This is an optimization exercise on Yosys and OpenROAD, whose aim is small area, a short achievable clock period and few clock cycles per item, not a production implementation.
At most, simulation tests tie the RTL to the original design; equivalence was not proved.
Power and IR drop assume default switching activity.

Design kd_alarm_eval, start of the top module:
module kd_alarm_eval (
    input  wire        clk,
    input  wire        rst,
    input  wire [6:0]  cfg_limit_enable,
    input  wire [31:0] cfg_ll,
    input  wire [31:0] cfg_l,
    input  wire [31:0] cfg_h,
    input  wire [31:0] cfg_hh,
    input  wire [31:0] cfg_deadband,
    input  wire [19:0] cfg_on_delay,
    input  wire [19:0] cfg_off_delay,
    input  wire [19:0] cfg_flt_on_delay,
    input  wire [19:0] cfg_flt_off_delay,
    input  wire        cfg_limits_on_bad,
    input  wire [11:0] cfg_shelve_max_min,
    input  wire        ev_valid,
    output wire        ev_ready,
    input  wire [31:0] ev_time,
    input  wire [31:0] ev_value,
    input  wire [2:0]  ev_quality,
    input  wire        ev_hold,
    input  wire [31:0] ev_action,
    output reg         res_valid,
    output wire [31:0] res_state,
    output wire [15:0] res_seq,
    output wire [3:0]  res_pw_event,
    output wire [19:0] res_ev_a,
  ...
Size in the first run: ~5600 cells after synthesis, ~460 I/O pins, roughly 50000 sq um of cells after synthesis.
==> flow/config.mk <==
export PLATFORM = sky130hd
export DESIGN_NAME = kd_alarm_eval
export DESIGN_NICKNAME = kd_alarm_eval
export VERILOG_FILES = /design/flow/design.v
export SDC_FILE = /design/flow/constraint.sdc
export NUM_CORES = 4
export LEC_CHECK = 0
export ABC_AREA = 1
export CAP_MARGIN = 20
export CORE_MARGIN = 2
export CORE_UTILIZATION = 65
export CTS_CLUSTER_DIAMETER = 150
export CTS_CLUSTER_SIZE = 24
export SLEW_MARGIN = 20
==> flow/constraint.sdc <==
create_clock -name core_clock -period 50.0 [get_ports {clk}]
set_input_delay 10.0000 -clock core_clock [delete_from_list [all_inputs] [get_ports {clk}]]
set_output_delay 10.0000 -clock core_clock [all_outputs]
set_load 0.01 [all_outputs]
standard.sh (not shown) runs the stock make flow with config.mk's settings and CLKGATE_MAP_FILE= SYNTH_SCRIPT=/design/flow/synth_recipe.tcl, a recipe that flattens the netlist after the stock synthesis.
==> flow/flow/run.sh <==
#!/bin/bash
# Layout flow: the standard flow, with each port buffer a buf_1 cell,
# and the output port buffers then resized to buf_2 before detailed placement.
here=$(pwd)
export BUFFER_PORTS_ARGS="-buffer_cell sky130_fd_sc_hd__buf_1"
export PRE_DETAIL_PLACE_TCL="$here/flow/pre_detail_place.tcl"
bash standard.sh > standard.log 2>&1
==> flow/flow/pre_detail_place.tcl <==
# Each output port buffer (a buf_1 from buffer_ports) becomes a buf_2.
set resized 0
foreach port [all_outputs] {
  foreach inst [get_fanin -to $port -flat -only_cells -levels 1] {
    set lc [get_lib_cells -quiet -of_objects $inst]
    if {$lc eq "" || $lc eq "NULL"} continue
    if {[get_name $lc] eq "sky130_fd_sc_hd__buf_1"} {
      replace_cell [get_full_name $inst] sky130_fd_sc_hd__buf_2
      incr resized
    }
  }
}
puts "output port buffers resized to buf_2: $resized"
The first run completed without violations.
Testbench counts at the start, summed over its fixed seeds: cycles 24,128, items 24,000.
Next try:
==> flow/flow/run.sh (replaced) <==
#!/bin/bash
# Layout flow: the standard flow, with each input port buffer a buf_1
# cell, each output port buffer a buf_2 cell, and the flip-flops that feed
# the output port buffers in a stronger drive.
here=$(pwd)
export PRE_GLOBAL_PLACE_TCL="$here/flow/pre_global_place.tcl"
export PRE_DETAIL_PLACE_TCL="$here/flow/pre_detail_place.tcl"
export BUFFER_PORTS_ARGS="-inputs -buffer_cell sky130_fd_sc_hd__buf_1"
bash standard.sh > standard.log 2>&1
==> flow/flow/pre_detail_place.tcl (replaced) <==
# The flip-flop behind each output port buffer gets a stronger drive: it
# drives the wire to its output port buffer.
set upsized {}
foreach port [all_outputs] {
  foreach inst [get_fanin -to $port -flat -only_cells -startpoints_only] {
    set name [get_full_name $inst]
    if {[lsearch -exact $upsized $name] >= 0} continue
    set lc [get_lib_cells -quiet -of_objects $inst]
    if {$lc eq "" || $lc eq "NULL"} continue
    set master [get_name $lc]
    if {[string match "*dfxtp_1" $master]} {
      replace_cell $name sky130_fd_sc_hd__dfxtp_4
      lappend upsized $name
    }
  }
}
puts "output flip-flops given a stronger drive: [llength $upsized]"
==> flow/flow/pre_global_place.tcl (new file) <==
# Output port buffers; the input port buffers follow in global_place.tcl.
buffer_ports -outputs -buffer_cell sky130_fd_sc_hd__buf_2
Outcome: The changed run passed the timing, DRC and antenna checks. Cell area hardly moves. Setup slack improved by 160 ps. Non-clock buffer count went down by 60. Routed wire length fell by 1.3%. Global-route usage shrinks by 0.26 points. Hold slack barely changes. Core utilization shrinks by 0.14 points. Clock power barely changes.


kd_alarm_eval, a different RTL version from the one above (not shown whole).
Size in the first run: ~860 flip-flops, about 0.056 mm^2 of cells after synthesis.
Settings: LEC_CHECK=0, CAP_MARGIN=20, CORE_MARGIN=2, CORE_UTILIZATION=65, SLEW_MARGIN=20; clock period 50.0 ns.
run.sh (not shown) runs the stock make flow with config.mk's settings and CLKGATE_MAP_FILE= SYNTH_SCRIPT=/design/flow/synth_recipe.tcl, a recipe that flattens the netlist after the stock synthesis.
Stock flow here: none of the scripts above is used.
Testbench counts at the start, summed over its fixed seeds: cycles 24,128, items 24,000.
Then changed:
--- a/flow/config.mk
+++ b/flow/config.mk
@@ -10 +10 @@
-export CORE_UTILIZATION = 65
+export CORE_UTILIZATION = 40
Cell count rose by 9.8%.
First-iteration DRC count falls by 19%.
Power increases by 1.9%.
Setup slack gets better by 0.069 ns.
Non-clock buffer count is lower by 5.
Register-to-register slack improves by 0.52 ns.
Sequential share of layout area fell by 0.57 points.
Global-route usage goes down by 14 points.


## the reference run
Another version of the RTL of kd_alarm_eval (not shown whole).
Size: roughly 5300 cells after synthesis.
export LEC_CHECK = 0
export CAP_MARGIN = 20
export CORE_MARGIN = 2
export CORE_UTILIZATION = 65
export CTS_CLUSTER_DIAMETER = 45
export CTS_CLUSTER_SIZE = 25
export SLEW_MARGIN = 20
create_clock -name core_clock -period 50.0 [get_ports {clk}]
standard.sh (not shown) runs the stock make flow with config.mk's settings and CLKGATE_MAP_FILE= SYNTH_SCRIPT=/design/flow/synth_recipe.tcl, a recipe that flattens the netlist after the stock synthesis.
==> flow/flow/run.sh <==
#!/bin/bash
# Layout flow: the standard flow, with each port buffer a buf_2 cell.


export BUFFER_PORTS_ARGS="-buffer_cell sky130_fd_sc_hd__buf_2"
bash standard.sh > standard.log 2>&1
The reference run completed; timing, DRC and antenna clean
For the trial run, these inputs were changed with respect to the reference run:
- swapping 25 for 20 in CTS_CLUSTER_SIZE
- swapping 45 for 60 in CTS_CLUSTER_DIAMETER
==> run summary <==
- Compared with the reference run, the trial run shows a higher worst setup slack.
- When the final numbers for the reference run and the trial run were put side by side, the area fraction of clock buffers and clock inverters turned out to be smaller in the trial run.
- Vias after detailed routing: the trial run vs the reference run down 228
- Comparing the reference run with the trial run, the sequential power came out essentially unchanged.
- Between the reference run and the trial run, clock-buffer cell count is higher for the reference run, the trial run comes in under that.
- Looking at layout cell share with drive strength beyond 1, the trial run sits 1.1 points lower than the reference run does.
- The run showing the smaller routed length on met1 is the reference run.
- Taking the reference run as the reference, in the trial run final design instance area without fill decreased by about 2.1% relative to the old numbers; wire length decreased by 1500 microns relative to the old numbers; count of non-CTS buffers in the layout essentially unchanged.
Function was not checked in any run of this note: the RTL went through the layout flow alone.

## separate check: timing with driven ports
The results above use ideal ports. As a check the final layouts listed here were re-extracted and re-timed, cells and wires unchanged. Step 1 (the two cells are an assumption about what drives the block):
set clk [get_ports {clk}]
set_driving_cell -lib_cell sky130_fd_sc_hd__clkbuf_16 $clk
set_driving_cell -lib_cell sky130_fd_sc_hd__buf_2 [delete_from_list [all_inputs] $clk]
Step 2, shift: input delay + t, output delay - t, t = (earliest + latest rising clock arrival at the registers) / 2. This alone moves slack from input paths to output paths. Three values: ideal, step 1, step 2; two values: the first two.
run | t (ns) | setup WS [ns] | hold WS [ns] | worst setup path after step 2 | worst slew at a driven data input, ns
the first run of note 1 | 0.694 | 38.805 / 38.738 / 39.011 | 0.382 / 0.382 / 0.382 | input to register | 0.10
the second run of note 1 | 0.697 | 38.961 / 38.893 / 39.024 | 0.385 / 0.385 / 0.385 | input to register | 0.11
the first run of note 2 | 0.768 | 37.781 / 37.704 / 38.373 | 0.365 / 0.365 / 0.365 | input to register | 0.12
the second run of note 2 | 0.790 | 37.850 / 37.771 / 38.279 | 0.368 / 0.368 / 0.368 | input to register | 0.14
the reference run | 0.766 | 38.695 / 38.625 / 39.391 | 0.377 / 0.377 / 0.377 | register to output | 0.08
the trial run | 0.727 | 38.706 / 38.635 / 39.362 | 0.372 / 0.372 / 0.372 | register to output | 0.07
After both steps setup and hold are still met in every run listed.
